Background: an optimization exercise with open tools, aiming at small area. Do not read the settings as production practice.
In this exercise RTL edits were held to simulation tests only and were not proved equivalent to the original.
Power and IR drop assume default switching activity.

**design/flow/design.v**
```verilog
module pwm_chan #(
    parameter LP     = 1,    
    parameter FORCED = 1     
) (
    input             clk,
    input             rst,
    input             key_load,
    input             wr,
    input             rd,
    input      [3:0]  regsel,
    input      [31:0] wdata,
    output reg [31:0] rval,
    input             dbg_halt,
    input             fence,
    input             inline_ok,
    input             flt_hold,
    input             flt_trip,
    input             g3_clear,
    input      [15:0] isense,
    input      [15:0] vsense,
    input             swn,
    input      [3:0]  ton_all,
    output reg        gh,
    output reg        gl,
    output reg        ton,
    output reg        fault_req
);
    localparam [3:0] R_CTRL = 4'h0, R_STATUS = 4'h1, R_PER = 4'h2, R_RISE = 4'h3,
                     R_FALL = 4'h4, R_DT = 4'h5, R_LIM = 4'h6, R_DUTY = 4'h7,
                     R_SLEW = 4'h8, R_SENSE = 4'h9, R_ILIM = 4'ha, R_VLIM = 4'hb,
                     R_COUNT = 4'hc, R_COUNT1 = 4'hd;
    reg        arm, stretch, adapt;
    reg [1:0]  mode;
    reg [28:0] per_r, rise_r, fall_r;
    reg [23:0] sh_per, sh_rise, sh_fall;
    reg [23:0] lt_per, lt_rise, lt_fall;
    reg        lt_v;
    reg [7:0]  dt_rise, dt_fall, dt_margin, dt_last;
    reg [7:0]  dt_min, min_pulse;
    reg [1:0]  safe;
    reg [2:0]  blank_src;
    reg        blank_en;
    reg [15:0] max_duty, fw_max_duty, duty_slew;
    reg [9:0]  blank;
    reg [8:0]  filt;
    reg [15:0] i_lim, fw_i_lim, v_lim, fw_v_lim;
    reg [15:0] short_cnt, late_cnt, swn_miss, g3_trips;
    reg        st_late, st_clamp, st_oc, st_ov, st_mref;
    reg        running;
    reg [23:0] cnt, p_cur, hs, he;
    reg        full_q, soft_q;
    reg [16:0] dstate;
    reg        g3_hold;
    wire hold = ~arm | g3_hold | flt_hold | fence | (LP != 0 && !inline_ok) |
                dbg_halt | key_load;
    wire run_ok = ~hold;
    wire period_end = running && (cnt == p_cur - 24'd1);
    wire reload     = run_ok && (!running || period_end);
    wire commit     = wr && regsel == R_FALL;
    wire late       = running && ({1'b0, cnt} + 25'd5 >= {1'b0, p_cur});
    wire [23:0] P  = (sh_per < 24'd16) ? 24'd16 : sh_per;
    wire [23:0] R  = sh_rise;
    wire [23:0] F  = sh_fall;
    wire [1:0]  m  = (mode == 2'd3) ? 2'd0 : mode;
    reg        full;
    reg [23:0] cs, con;
    always @(*) begin
        case (m)
            2'd1: begin
                full = (F >= P);
                cs   = 24'd0;
                con  = full ? P : F;
            end
            2'd2: begin
                full = (F == 24'd0);
                cs   = 24'd0;
                con  = full ? P : ((F >= P) ? 24'd0 : P - F);
            end
            default: begin
                full = (R >= P) || (F >= P);
                cs   = full ? 24'd0 : R;
                con  = full ? P : ((F > R) ? F - R : 24'd0);
            end
        endcase
    end
    wire [15:0] cd     = (fw_max_duty < max_duty) ? fw_max_duty : max_duty;
    wire [39:0] prod_c = cd * P;
    wire [23:0] lim_c  = (cd == 16'hffff) ? P : prod_c[39:16];
    wire [16:0] sl     = (duty_slew == 16'd0)    ? 17'd1 :
                         (duty_slew == 16'hffff) ? 17'h10000 : {1'b0, duty_slew};
    wire [17:0] dsum   = (running ? {1'b0, dstate} : 18'd0) + {1'b0, sl};
    wire [16:0] dn     = (dsum >= 18'h10000) ? 17'h10000 : dsum[16:0];
    wire [39:0] prod_s = dn[15:0] * P;
    wire [23:0] lim_s  = dn[16] ? P : prod_s[39:16];
    wire [23:0] lim_cs = (lim_c < lim_s) ? lim_c : lim_s;
    wire [23:0] on0    = (con < lim_cs) ? con : lim_cs;
    wire        clamp  = (lim_c < con);
    wire        slew_cut   = (lim_s < con);
    wire [7:0]  dtr    = (dt_rise < dt_min) ? dt_min : dt_rise;
    wire [7:0]  dtf    = (dt_fall < dt_min) ? dt_min : dt_fall;
    wire [7:0]  mp1    = (min_pulse == 8'd0) ? 8'd1 : min_pulse;
    wire [24:0] ghlen  = {1'b0, on0} - {17'd0, dtr};
    wire        is_short = (on0 != 24'd0) &&
                           ((on0 <= {16'd0, dtr}) || (ghlen < {17'd0, min_pulse}));
    wire [24:0] st_on  = {17'd0, dtr} + {17'd0, mp1};
    wire        can_stretch = stretch && (st_on <= {1'b0, lim_cs}) &&
                              ({1'b0, cs} + st_on <= {1'b0, P});
    wire [23:0] on_n   = !is_short ? on0 : (can_stretch ? st_on[23:0] : 24'd0);
    wire H = running && (cnt >= hs) && (cnt < he);
    reg       h_q;
    reg [7:0] re_q, fe_q, xe_q;
    reg       xing_q, miss_q, fph_q;
    wire       h_rise  = H && !h_q;
    wire       h_fall  = !H && h_q;
    wire [7:0] re_cur  = h_rise ? 8'd0 : ((re_q == 8'hff) ? re_q : re_q + 8'd1);
    wire [7:0] fe_cur  = h_fall ? 8'd0 : ((fe_q == 8'hff) ? fe_q : fe_q + 8'd1);
    wire       fph_cur  = h_fall ? 1'b1 : (H ? 1'b0 : fph_q);
    wire       adapt_en = (LP != 0) && adapt && fph_cur;
    wire       xing_prev = h_fall ? 1'b0 : xing_q;
    wire       miss_prev = h_fall ? 1'b0 : miss_q;
    wire       xing_new = adapt_en && !H && swn && !xing_prev && !miss_prev &&
                          (fe_cur < dtf);
    wire       xing_cur = xing_prev || xing_new;
    wire [7:0] xe_cur   = xing_new ? fe_cur : xe_q;
    wire [8:0] xm       = {1'b0, xe_cur} + {1'b0, dt_margin};
    wire [7:0] xm_hi    = (xm > {1'b0, dtf}) ? dtf : xm[7:0];
    wire [7:0] tgt      = (adapt_en && xing_cur) ?
                          ((xm_hi < dt_min) ? dt_min : xm_hi) : dtf;
    wire       miss_new = adapt_en && !H && !xing_cur && !miss_prev && (fe_cur == dtf);
    wire gh_run = H && (re_cur >= dtr);
    wire gl_run = !H && (fe_cur >= tgt);
    wire       gh_safe = (FORCED == 0) && (safe == 2'd2);
    wire       gl_safe = (FORCED == 0) && (safe == 2'd1);
    wire       gh_n    = key_load ? 1'b0 : (hold ? gh_safe : gh_run);
    wire       gl_n    = key_load ? 1'b0 : (hold ? gl_safe : gl_run);
    wire [15:0] ithr = ((fw_i_lim < i_lim) ? fw_i_lim : i_lim) & 16'hfff0;
    wire [15:0] vthr = ((fw_v_lim < v_lim) ? fw_v_lim : v_lim) & 16'hfff0;
    wire        ci   = (LP != 0) && (isense >= ithr);
    wire        cv   = (LP != 0) && (vsense >= vthr);
    reg  [9:0] bc, ho;
    reg  [8:0] fci, fcv;
    wire [9:0] blank_eff = (blank > 10'd800) ? 10'd800 : blank;
    wire [8:0] filt_eff  = (filt == 9'd0) ? 9'd1 : ((filt > 9'd400) ? 9'd400 : filt);
    wire       src_ton   = !blank_src[2] && ton_all[blank_src[1:0]];
    wire       start_win = (LP != 0) && blank_en && src_ton && (bc == 10'd0) &&
                           (ho == 10'd0) && (blank_eff != 10'd0);
    wire       blanked   = start_win || (bc != 10'd0);
    wire       det_i     = ci && !blanked && (fci + 9'd1 == filt_eff);
    wire       det_v     = cv && !blanked && (fcv + 9'd1 == filt_eff);
    wire       trip      = det_i || det_v || flt_trip;
    wire       first_trip = trip && !g3_hold && !flt_hold;
    wire we_ctrl  = wr && regsel == R_CTRL;
    wire we_stat  = wr && regsel == R_STATUS;
    wire we_dt    = wr && regsel == R_DT;
    wire kl_we    = wr && key_load;
    wire we_duty  = wr && regsel == R_DUTY;
    wire we_ilim  = wr && regsel == R_ILIM && LP != 0;
    wire we_vlim  = wr && regsel == R_VLIM && LP != 0;
    wire [15:0] max_duty_w = (kl_we && regsel == R_DUTY) ? wdata[15:0] : max_duty;
    wire [15:0] i_lim_w    = (kl_we && regsel == R_ILIM) ? wdata[15:0] : i_lim;
    wire [15:0] v_lim_w    = (kl_we && regsel == R_VLIM) ? wdata[15:0] : v_lim;
    wire fw_duty_over = we_duty && (wdata[31:16] > max_duty_w);
    wire fw_i_over    = we_ilim && (wdata[31:16] > i_lim_w);
    wire fw_v_over    = we_vlim && (wdata[31:16] > v_lim_w);
    wire rd_count  = rd && regsel == R_COUNT;
    wire rd_count1 = rd && regsel == R_COUNT1 && LP != 0;
    wire inc_short = reload && is_short;
    wire inc_late  = commit && late;
    wire inc_miss  = run_ok && miss_new;
    wire inc_trips = (LP != 0) && first_trip;
    always @(posedge clk) begin
        if (rst) begin
            arm <= 1'b0; mode <= 2'd0; stretch <= 1'b0; adapt <= 1'b0;
            per_r <= 29'd0; rise_r <= 29'd0; fall_r <= 29'd0;
            sh_per <= 24'd0; sh_rise <= 24'd0; sh_fall <= 24'd0;
            lt_per <= 24'd0; lt_rise <= 24'd0; lt_fall <= 24'd0; lt_v <= 1'b0;
            dt_rise <= 8'd0; dt_fall <= 8'd0; dt_margin <= 8'd0; dt_last <= 8'd0;
            dt_min <= 8'd0; min_pulse <= 8'd0; safe <= 2'd0;
            blank_src <= 3'd0; blank_en <= 1'b0;
            max_duty <= 16'd0; fw_max_duty <= 16'd0; duty_slew <= 16'd0;
            blank <= 10'd0; filt <= 9'd0;
            i_lim <= 16'd0; fw_i_lim <= 16'd0; v_lim <= 16'd0; fw_v_lim <= 16'd0;
            short_cnt <= 16'd0; late_cnt <= 16'd0; swn_miss <= 16'd0; g3_trips <= 16'd0;
            st_late <= 1'b0; st_clamp <= 1'b0; st_oc <= 1'b0; st_ov <= 1'b0; st_mref <= 1'b0;
        end else begin
            if (we_ctrl) begin
                arm     <= wdata[0];
                stretch <= wdata[3];
                adapt   <= (LP != 0) ? wdata[4] : 1'b0;
                if (!arm) mode <= wdata[2:1];
            end
            if (dbg_halt) arm <= 1'b0;
            if (wr && regsel == R_PER)  per_r  <= wdata[28:0];
            if (wr && regsel == R_RISE) rise_r <= wdata[28:0];
            if (commit) fall_r <= wdata[28:0];
            if (reload && lt_v) begin
                sh_per <= lt_per; sh_rise <= lt_rise; sh_fall <= lt_fall;
                lt_v   <= 1'b0;
            end
            if (commit) begin
                if (late) begin
                    lt_per <= per_r[23:0]; lt_rise <= rise_r[23:0]; lt_fall <= wdata[23:0];
                    lt_v   <= 1'b1;
                end else begin
                    sh_per <= per_r[23:0]; sh_rise <= rise_r[23:0]; sh_fall <= wdata[23:0];
                    lt_v   <= 1'b0;
                end
            end
            if (we_dt) begin
                dt_rise   <= wdata[7:0];
                dt_fall   <= wdata[15:8];
                dt_margin <= (LP != 0) ? wdata[23:16] : 8'd0;
            end
            if (LP != 0 && run_ok) begin
                if (xing_new) dt_last <= fe_cur;
                else if (miss_new) dt_last <= 8'hff;
            end
            if (kl_we) begin
                case (regsel)
                    R_LIM: begin
                        dt_min    <= wdata[7:0];
                        min_pulse <= wdata[15:8];
                        safe      <= wdata[17:16];
                        blank_src <= (LP != 0) ? wdata[22:20] : 3'd0;
                        blank_en  <= (LP != 0) ? wdata[23] : 1'b0;
                    end
                    R_DUTY:  max_duty  <= wdata[15:0];
                    R_SLEW:  duty_slew <= wdata[15:0];
                    R_SENSE: if (LP != 0) begin
                        blank <= wdata[9:0];
                        filt  <= wdata[24:16];
                    end
                    R_ILIM:  if (LP != 0) i_lim <= wdata[15:0];
                    R_VLIM:  if (LP != 0) v_lim <= wdata[15:0];
                    default: ;
                endcase
            end
            if (we_duty) fw_max_duty <= fw_duty_over ? max_duty_w : wdata[31:16];
            if (we_ilim) fw_i_lim    <= fw_i_over    ? i_lim_w    : wdata[31:16];
            if (we_vlim) fw_v_lim    <= fw_v_over    ? v_lim_w    : wdata[31:16];
            if (we_stat) begin
                if (wdata[2])  st_late  <= 1'b0;
                if (wdata[4])  st_clamp <= 1'b0;
                if (wdata[8])  st_oc    <= 1'b0;
                if (wdata[9])  st_ov    <= 1'b0;
                if (wdata[10]) st_mref  <= 1'b0;
            end
            if (inc_late) st_late <= 1'b1;
            if ((reload && clamp) || fw_duty_over || fw_i_over || fw_v_over) st_clamp <= 1'b1;
            if (LP != 0 && det_i) st_oc <= 1'b1;
            if (LP != 0 && det_v) st_ov <= 1'b1;
            if (we_ctrl && arm && wdata[2:1] != mode) st_mref <= 1'b1;
            if (rd_count) begin
                short_cnt <= {15'd0, inc_short};
                late_cnt  <= {15'd0, inc_late};
            end else begin
                if (inc_short && short_cnt != 16'hffff) short_cnt <= short_cnt + 16'd1;
                if (inc_late  && late_cnt  != 16'hffff) late_cnt  <= late_cnt + 16'd1;
            end
            if (rd_count1) begin
                swn_miss <= {15'd0, inc_miss};
                g3_trips <= {15'd0, inc_trips};
            end else begin
                if (inc_miss  && swn_miss != 16'hffff) swn_miss <= swn_miss + 16'd1;
                if (inc_trips && g3_trips != 16'hffff) g3_trips <= g3_trips + 16'd1;
            end
        end
    end
    always @(posedge clk) begin
        if (rst) begin
            running <= 1'b0; cnt <= 24'd0; p_cur <= 24'd16; hs <= 24'd0; he <= 24'd0;
            full_q <= 1'b0; soft_q <= 1'b0; dstate <= 17'd0;
            h_q <= 1'b0; re_q <= 8'd0; fe_q <= 8'd0; xe_q <= 8'd0;
            xing_q <= 1'b0; miss_q <= 1'b0; fph_q <= 1'b0;
            gh <= 1'b0; gl <= 1'b0; ton <= 1'b0; fault_req <= 1'b0;
            bc <= 10'd0; ho <= 10'd0; fci <= 9'd0; fcv <= 9'd0; g3_hold <= 1'b0;
        end else begin
            if (hold) begin
                running <= 1'b0;
                cnt     <= 24'd0;
                dstate  <= 17'd0;
                full_q  <= 1'b0;
                soft_q  <= 1'b0;
            end else if (reload) begin
                running <= 1'b1;
                cnt     <= 24'd0;
                p_cur   <= P;
                hs      <= cs;
                he      <= cs + on_n;
                full_q  <= full;
                soft_q  <= slew_cut;
                dstate  <= dn;
            end else begin
                cnt <= cnt + 24'd1;
            end
            if (hold) begin
                h_q <= 1'b0; re_q <= 8'd0; fe_q <= 8'd0; xe_q <= 8'd0;
                xing_q <= 1'b0; miss_q <= 1'b0; fph_q <= 1'b0;
                ton <= 1'b0;
            end else begin
                h_q    <= H;
                re_q   <= re_cur;
                fe_q   <= fe_cur;
                xe_q   <= xe_cur;
                xing_q <= xing_cur;
                miss_q <= miss_prev || miss_new;
                fph_q  <= fph_cur;
                ton    <= (gh_n && !gh) || (gl_n && !gl);
            end
            gh <= gh_n;
            gl <= gl_n;
            fault_req <= first_trip;
            if (LP != 0) begin
                if (start_win) begin
                    bc <= blank_eff - 10'd1;
                    if (blank_eff == 10'd1) ho <= 10'd800;
                end else if (bc != 10'd0) begin
                    bc <= bc - 10'd1;
                    if (bc == 10'd1) ho <= 10'd800;
                end else if (ho != 10'd0) begin
                    ho <= ho - 10'd1;
                end
                if (ci && !blanked) begin
                    if (fci != filt_eff) fci <= fci + 9'd1;
                end else begin
                    fci <= 9'd0;
                end
                if (cv && !blanked) begin
                    if (fcv != filt_eff) fcv <= fcv + 9'd1;
                end else begin
                    fcv <= 9'd0;
                end
                if (det_i || det_v) g3_hold <= 1'b1;
                else if (g3_clear) g3_hold <= 1'b0;
            end
        end
    end
    wire [1:0] state = !arm ? 2'd0 : (hold ? 2'd1 : ((running && soft_q) ? 2'd2 : 2'd3));
    wire       h_g3  = g3_hold || flt_hold;
    always @(*) begin
        case (regsel)
            R_CTRL:   rval = {27'd0, adapt, stretch, mode, arm};
            R_STATUS: rval = {21'd0, st_mref, st_ov, st_oc,
                              (LP != 0) && !inline_ok, fence, h_g3,
                              st_clamp, running && full_q, st_late, state};
            R_PER:    rval = {3'd0, per_r};
            R_RISE:   rval = {3'd0, rise_r};
            R_FALL:   rval = {3'd0, fall_r};
            R_DT:     rval = {dt_last, dt_margin, dt_fall, dt_rise};
            R_LIM:    rval = {8'd0, blank_en, blank_src, 2'd0, safe, min_pulse, dt_min};
            R_DUTY:   rval = {fw_max_duty, max_duty};
            R_SLEW:   rval = {16'd0, duty_slew};
            R_SENSE:  rval = {7'd0, filt, 6'd0, blank};
            R_ILIM:   rval = {fw_i_lim, i_lim};
            R_VLIM:   rval = {fw_v_lim, v_lim};
            R_COUNT:  rval = {late_cnt, short_cnt};
            R_COUNT1: rval = {g3_trips, swn_miss};
            default:  rval = 32'd0;
        endcase
    end
endmodule
module pwm_gen (
    input             clk,
    input             rst,
    input             key_load,      
    input             wr,
    input             rd,
    input      [9:0]  addr,
    input      [31:0] wdata,
    output reg [31:0] rdata,         
    input             dbg_halt,
    input      [3:0]  fence,
    input      [3:0]  inline_ok,
    input      [3:0]  g3_clear,
    input      [63:0] isense,        
    input      [63:0] vsense,
    input      [3:0]  swn,
    input      [3:0]  flt_in,
    output     [3:0]  gh,
    output     [3:0]  gl,
    output     [3:0]  fault_req
);
    wire       in_chan = (addr[9:8] == 2'b00);
    wire [2:0] ch      = addr[8:6];
    wire [3:0] regsel  = addr[5:2];
    wire       g_map   = (addr[9:2] == 8'h80);
    wire       g_flt   = (addr[9:2] == 8'h81);
    wire       g_glob  = (addr[9:2] == 8'h82);
    reg [15:0] flt_map;      
    reg [3:0]  pol, act, latch;
    reg [5:0]  fcnt [0:3];
    reg [15:0] flt_events;
    reg        dbg_safe;
    reg [3:0]  act_n, activ;
    integer i;
    always @(*) begin
        for (i = 0; i < 4; i = i + 1) begin
            act_n[i] = act[i];
            if ((flt_in[i] == pol[i]) != act[i] && fcnt[i] == 6'd31)
                act_n[i] = ~act[i];
            activ[i] = act_n[i] && !act[i];
        end
    end
    wire [2:0] n_activ = {2'd0, activ[0]} + {2'd0, activ[1]} +
                         {2'd0, activ[2]} + {2'd0, activ[3]};
    wire [16:0] ev_sum = {1'b0, flt_events} + {14'd0, n_activ};
    wire        rd_flt = rd && g_flt;
    always @(posedge clk) begin
        if (rst) begin
            flt_map <= 16'd0; pol <= 4'd0; act <= 4'd0; latch <= 4'd0;
            flt_events <= 16'd0; dbg_safe <= 1'b0;
            for (i = 0; i < 4; i = i + 1) fcnt[i] <= 6'd0;
        end else begin
            for (i = 0; i < 4; i = i + 1) begin
                if ((flt_in[i] == pol[i]) != act[i] && fcnt[i] != 6'd31)
                    fcnt[i] <= fcnt[i] + 6'd1;
                else
                    fcnt[i] <= 6'd0;
            end
            act <= act_n;
            if (wr && key_load && g_map)
                flt_map <= {wdata[27:24], wdata[19:16], wdata[11:8], wdata[3:0]};
            if (wr && key_load && g_flt) pol <= wdata[3:0];
            latch <= (wr && g_flt) ? ((latch & ~(wdata[11:8] & ~act)) | activ)
                                   : (latch | activ);
            if (rd_flt)
                flt_events <= {13'd0, n_activ};
            else
                flt_events <= ev_sum[16] ? 16'hffff : ev_sum[15:0];
            if (wr && g_glob && wdata[3]) dbg_safe <= 1'b0;
            if (dbg_halt) dbg_safe <= 1'b1;
        end
    end
    wire [3:0] fhold_src = latch | act;
    reg  [3:0] flt_hold, flt_trip;
    always @(*) begin
        flt_hold = 4'd0;
        flt_trip = 4'd0;
        for (i = 0; i < 4; i = i + 1) begin
            if (fhold_src[i]) flt_hold = flt_hold | flt_map[4*i +: 4];
            if (activ[i])     flt_trip = flt_trip | flt_map[4*i +: 4];
        end
    end
    wire [31:0] rval [0:3];
    wire [3:0]  ton;
    genvar k;
    generate
        for (k = 0; k < 4; k = k + 1) begin : g_ch
            pwm_chan u_ch (
                .clk       (clk),
                .rst       (rst),
                .key_load  (key_load),
                .wr        (wr && in_chan && ch[1:0] == k),
                .rd        (rd && in_chan && ch[1:0] == k),
                .regsel    (regsel),
                .wdata     (wdata),
                .rval      (rval[k]),
                .dbg_halt  (dbg_halt),
                .fence     (fence[k]),
                .inline_ok (inline_ok[k]),
                .flt_hold  (flt_hold[k]),
                .flt_trip  (flt_trip[k]),
                .g3_clear  (g3_clear[k]),
                .isense    (isense[16*k +: 16]),
                .vsense    (vsense[16*k +: 16]),
                .swn       (swn[k]),
                .ton_all   (ton),
                .gh        (gh[k]),
                .gl        (gl[k]),
                .ton       (ton[k]),
                .fault_req (fault_req[k])
            );
        end
    endgenerate
    always @(posedge clk) begin
        if (rst) begin
            rdata <= 32'd0;
        end else if (rd) begin
            if (in_chan)
                rdata <= (regsel <= 4'hd) ? rval[ch[1:0]] : 32'd0;
            else if (g_map)
                rdata <= {4'd0, flt_map[15:12], 4'd0, flt_map[11:8], 4'd0, flt_map[7:4], 4'd0, flt_map[3:0]};
            else if (g_flt)
                rdata <= {flt_events, 4'd0, latch, act, pol};
            else if (g_glob)
                rdata <= {28'd0, dbg_safe, 3'd0};
            else
                rdata <= 32'd0;
        end
    end
endmodule
```
**design/flow/run.sh**
```bash
#!/bin/bash
# synth_recipe.tcl (not shown) runs the flow's synth.tcl, then flattens the netlist and writes it again
# the make line also repeats each setting of config.mk as NAME=value (left out here)
make -C /OpenROAD-flow-scripts/flow DESIGN_CONFIG=/design/flow/config.mk WORK_HOME=/design/flow/orfs CLKGATE_MAP_FILE= SYNTH_SCRIPT=/design/flow/synth_recipe.tcl finish
```
**design/flow/config.mk**
```make
export PLATFORM = sky130hd
export DESIGN_NAME = pwm_gen
export DESIGN_NICKNAME = pwm_gen
export VERILOG_FILES = /design/flow/design.v
export SDC_FILE = /design/flow/constraint.sdc
export NUM_CORES = 8
export LEC_CHECK = 0
export CAP_MARGIN = 20
export CORE_MARGIN = 2
export CORE_UTILIZATION = 40
export SLEW_MARGIN = 20
```
**design/flow/constraint.sdc**
```tcl
create_clock -name core_clock -period 30.0 [get_ports {clk}]
set_input_delay 6.0000 -clock core_clock [delete_from_list [all_inputs] [get_ports {clk}]]
set_output_delay 6.0000 -clock core_clock [all_outputs]
set_load 0.01 [all_outputs]
```
==> summary.txt <==
Initial Utilization: 40.16%
Synth async-reset ratio: 0%
CP Capture Type: flop
Reg2Reg Setup Slack: 1.70 ns
Status: complete, no violations
Yosys warns: 4
Max H-tree Level: 5
Reg2Reg Depth: 108
Fin crit share: 94.33%
Row cnt: 316
Slowest cell on crit path: and2_1
Most frequent cells in the layout: nand2_1 (5703), inv_1 (4204), nor2_1 (3401)
Post-Route WL: 1268 mm
CP required: 30.83 ns
Gr usage total: 32.58%
CTS max path bufs: 4
Lkg Pwr: 137.9 nW
Crit path kind: reg -> reg
Gr ovfl total: 0
Count of cell types in the netlist: 115
Post-DR wirelength/cell: 26.84 um
Max-Cap Viols: 0
Core box area: 740900 um^2
Cts bufs inserted: 326
Final nets: 42711
Detailed placement HPWL: 951.6 mm
Clock Root Buffer: clkbuf_16
Pin count of the biggest net entering global routing: 186
Initial DRC count: 32504
Layout cells sized above 1: 4.916%
Max Clk Rate: 0.03534 GHz
Most frequent CP cell: o21ai_0
Skew-Pair Late Insertion Delay: 1.05 ns
Layout fillers: 74577
FF-to-FF End: g_ch[0].u_ch.he[22]
Top cells by area, synth: dfxtp_1 (19%), fa_1 (17%), ha_1 (13%)
Vias in the first global route: 271461
Routability congestion estimate: 1.013
Worst-path maximum fanout: 36
CTS tree: yes
First-pass GRT wire length: 1838 mm
Critical path arrival: 29.13 ns
Worst min path class: reg -> reg
Yosys reg bits: 2813
Final hold vios: 0
Dominant cell type by area after synthesis: dfxtp_1
Synthesized instance count: 38096
Hold-fix buffers, CTS: 0
Worst setup SP type: flop
Hold wc startpoint: fcnt[2][0]
Remaining DRCs: 0
DIE WIDTH: 866.6 um
Critical Path Max Stage Delay: 0.88 ns
IO Pins: 240
Area Overhead vs Synth: 7.989%
Min cycle time layout: 28.30 ns
Reg2Reg Launch Point: g_ch[0].u_ch.duty_slew[15]
Min Hold Slack: 0.4452 ns
Commonest non-fill, non-tap cell in the layout: nand2_1
Max_slew headroom: 9.581%
Syn_area_per_cell: 7.812 um^2
Vias per cell: 5.969
Max VDD drop: 0.05077 mV
Antenna violations before repair: 131
RSZ-0062 raised after global routing: false
Clk sinks: 2813
TritonRoute pass-1 iters: 9
DR vias: 281877
Die Y: 866.6 um
Mapped cell area: 297600 um^2
Post-synth top area share: 18.92%
Pins Over Slew Limit: 0
Slew @ Worst Pin: 1.342 ns
Setup TNS: 0 ns
Worst clock skew: 0.08247 ns
Antenna Nets Post-Route: 0
Port buffer count: 237
Post-synth top flop: dfxtp_1
Worst-path clk slew: 0.06 ns
Die area: 750900 um^2
Post-synthesis sequential area ratio: 18.92%
EDFF count, synth: 0
Pre-CTS WS: 1.852 ns
PwrDens: 30.39 nW/um^2
Register area: 56390 um^2
Multi-input logic area: 217600 um^2
Worst setup margin: 1.702 ns
Worst Hold End: fcnt[2][0]
Synthesized net count: 43767
Hold depth: 1
Final setup violation count: 0
-- layout make-up --
class | count | share of cell area, %
antenna | 63 | 0.04906
tap | 9858 | 3.838
timing repair buffer | 956 | 2.440
multi-input combinational | 28700 | 67.70
clock buffer | 474 | 2.951
clock inverter | 118 | 0.5170
sequential | 2813 | 17.55
inverter | 4243 | 4.956
-- metrics by stage --
step / power (mW) / instance area [um^2] / utilization, % / instances
2_1_floorplan: 4.953 / 297600 / - / 38096
3_3_place_gp: 5.470 / 309800 / 41.81 / 46559
3_5_place_dp: 5.498 / 309800 / 41.82 / 46560
4_1_cts: 9.737 / 321000 / 43.32 / 47152
5_1_grt: 10.05 / 321200 / 43.36 / 47172
6_report: 9.766 / 321400 / 43.37 / 47225
-- cells by family (layout without fill, tap and decap cells) --
| kind of cell | after synthesis | count (layout) | share of synthesized area, % |
|---|---|---|---|
| compound gates | 7229 | 7229 | 15.60 |
| xor+xnor | 1359 | 1359 | 4.005 |
| fa+ha+maj | 5480 | 5480 | 29.28 |
| buf+inv | 6583 | 5791 | 8.338 |
| flops | 2813 | 2813 | 18.92 |
| mux | 899 | 899 | 3.091 |
| other cells | 0 | 63 | 0 |
| simple gates | 13733 | 13733 | 20.77 |
-- worst max path at each step --
stage,start,slack (ns),cells after the start,end
finish,g_ch[0].u_ch.duty_slew[15],1.70,108,g_ch[0].u_ch.he[22]
global route,g_ch[0].u_ch.duty_slew[15],0.07,110,g_ch[0].u_ch.he[22]
CTS,g_ch[3].u_ch.duty_slew[7],1.77,103,g_ch[3].u_ch.he[22]
detailed placement,g_ch[3].u_ch.duty_slew[7],1.85,104,g_ch[3].u_ch.he[22]
global placement,g_ch[3].u_ch.duty_slew[7],2.19,104,g_ch[3].u_ch.he[22]
floorplan,g_ch[3].u_ch.duty_slew[14],6.02,116,g_ch[3].u_ch.he[22]
-- sequential cells by signal (all words and copies together) (netlist names), 68 cells and up, named ones only --
| name | cells |
|---|---|
| g_ch.u_ch.cnt | 96 |
| g_ch.u_ch.dstate | 68 |
| g_ch.u_ch.fall_r | 116 |
| g_ch.u_ch.he | 96 |
| g_ch.u_ch.hs | 96 |
| g_ch.u_ch.lt_fall | 96 |
| g_ch.u_ch.lt_per | 96 |
| g_ch.u_ch.lt_rise | 96 |
| g_ch.u_ch.p_cur | 96 |
| g_ch.u_ch.per_r | 116 |
| g_ch.u_ch.rise_r | 116 |
| g_ch.u_ch.sh_fall | 96 |
| g_ch.u_ch.sh_per | 96 |
| g_ch.u_ch.sh_rise | 96 |
-- cell usage after synthesis, types with 56 or more instances --
library cell / n
nand2b_1: 443
o21bai_1: 146
mux2_2: 115
nor3_1: 621
o21ai_0: 1074
o22ai_1: 59
or2_2: 88
inv_1: 4211
nand3_1: 801
a311oi_1: 310
nor2_1: 3447
o21a_1: 183
a211oi_1: 222
o31ai_1: 92
nand4_1: 558
xor2_1: 556
and2_1: 410
ha_1: 3001
and3_1: 563
a22o_1: 145
a221oi_1: 359
a222oi_1: 70
o211ai_1: 90
and4_1: 64
a22oi_1: 322
buf_1: 158
a21boi_0: 82
nor4_1: 240
nand2_1: 5725
or4_1: 57
xnor2_1: 801
nor2b_1: 432
fa_1: 2474
a21oi_1: 2775
clkbuf_1: 2135
a31oi_1: 141
mux2i_1: 778
or3_1: 109
o21ai_1: 56
dfxtp_1: 2813
a21o_1: 594
-- critical path, delay by kind of cell, from the launching register on --
kind                     cells  cell delay [ns]
multiplexers                 3             1.12
AND/OR/NAND/NOR             29             6.68
adder cells (fa/ha/maj)     16             6.38
buffers and inverters        9             1.28
XOR/XNOR                     1             0.26
AO/OA/AOI/OAI               50            11.62
flip-flops                   1             0.71
-- per-layer routing --
layer	vias to the layer above	track usage [%]	part of all wire [%]
met3	3393	7.372	11
li1	125862	-	-
met4	38	19.16	7.2
met2	14738	49.06	42
met1	137846	42.78	40
met5	-	0	0.022
-- what timing repair did --
item / in CTS / in global routing
setup buffers: 0 / 0
resized for setup: 0 / 5
setup endpoints to repair: 0 / 5
-- report_power, final --
part	switching, mW	internal [mW]
clock network	1.83	2.46
registers	0.0549	3.79
logic	1.10	0.534

[port drivers added, routing unchanged]
The flow's constraints put no driver on any port. The routed layout listed below was extracted and timed again, unchanged, in two steps. Step 1 sets driving cells, clkbuf_16 on the clock port and buf_2 on the other inputs (assumed; they add their load-dependent delay and slew). Step 2 times the ports against the registers' clock, not the clock port: input delays grow and output delays shrink by t, the midpoint of the rising clock arrivals with the driver on. a / b / c = no drivers / after step 1 / after step 2; a / b = the first two.
shift t [ns]: 1.166
setup slack, ns: 1.702 / 1.702 / 1.702
worst hold slack (ns): 0.445 / 0.445 / 0.445
worst setup path after step 2: register to register
After both steps this run still meets setup and hold. The setup slack of this run moves by 0.000 ns with the drivers and by 0.000 ns with both steps.
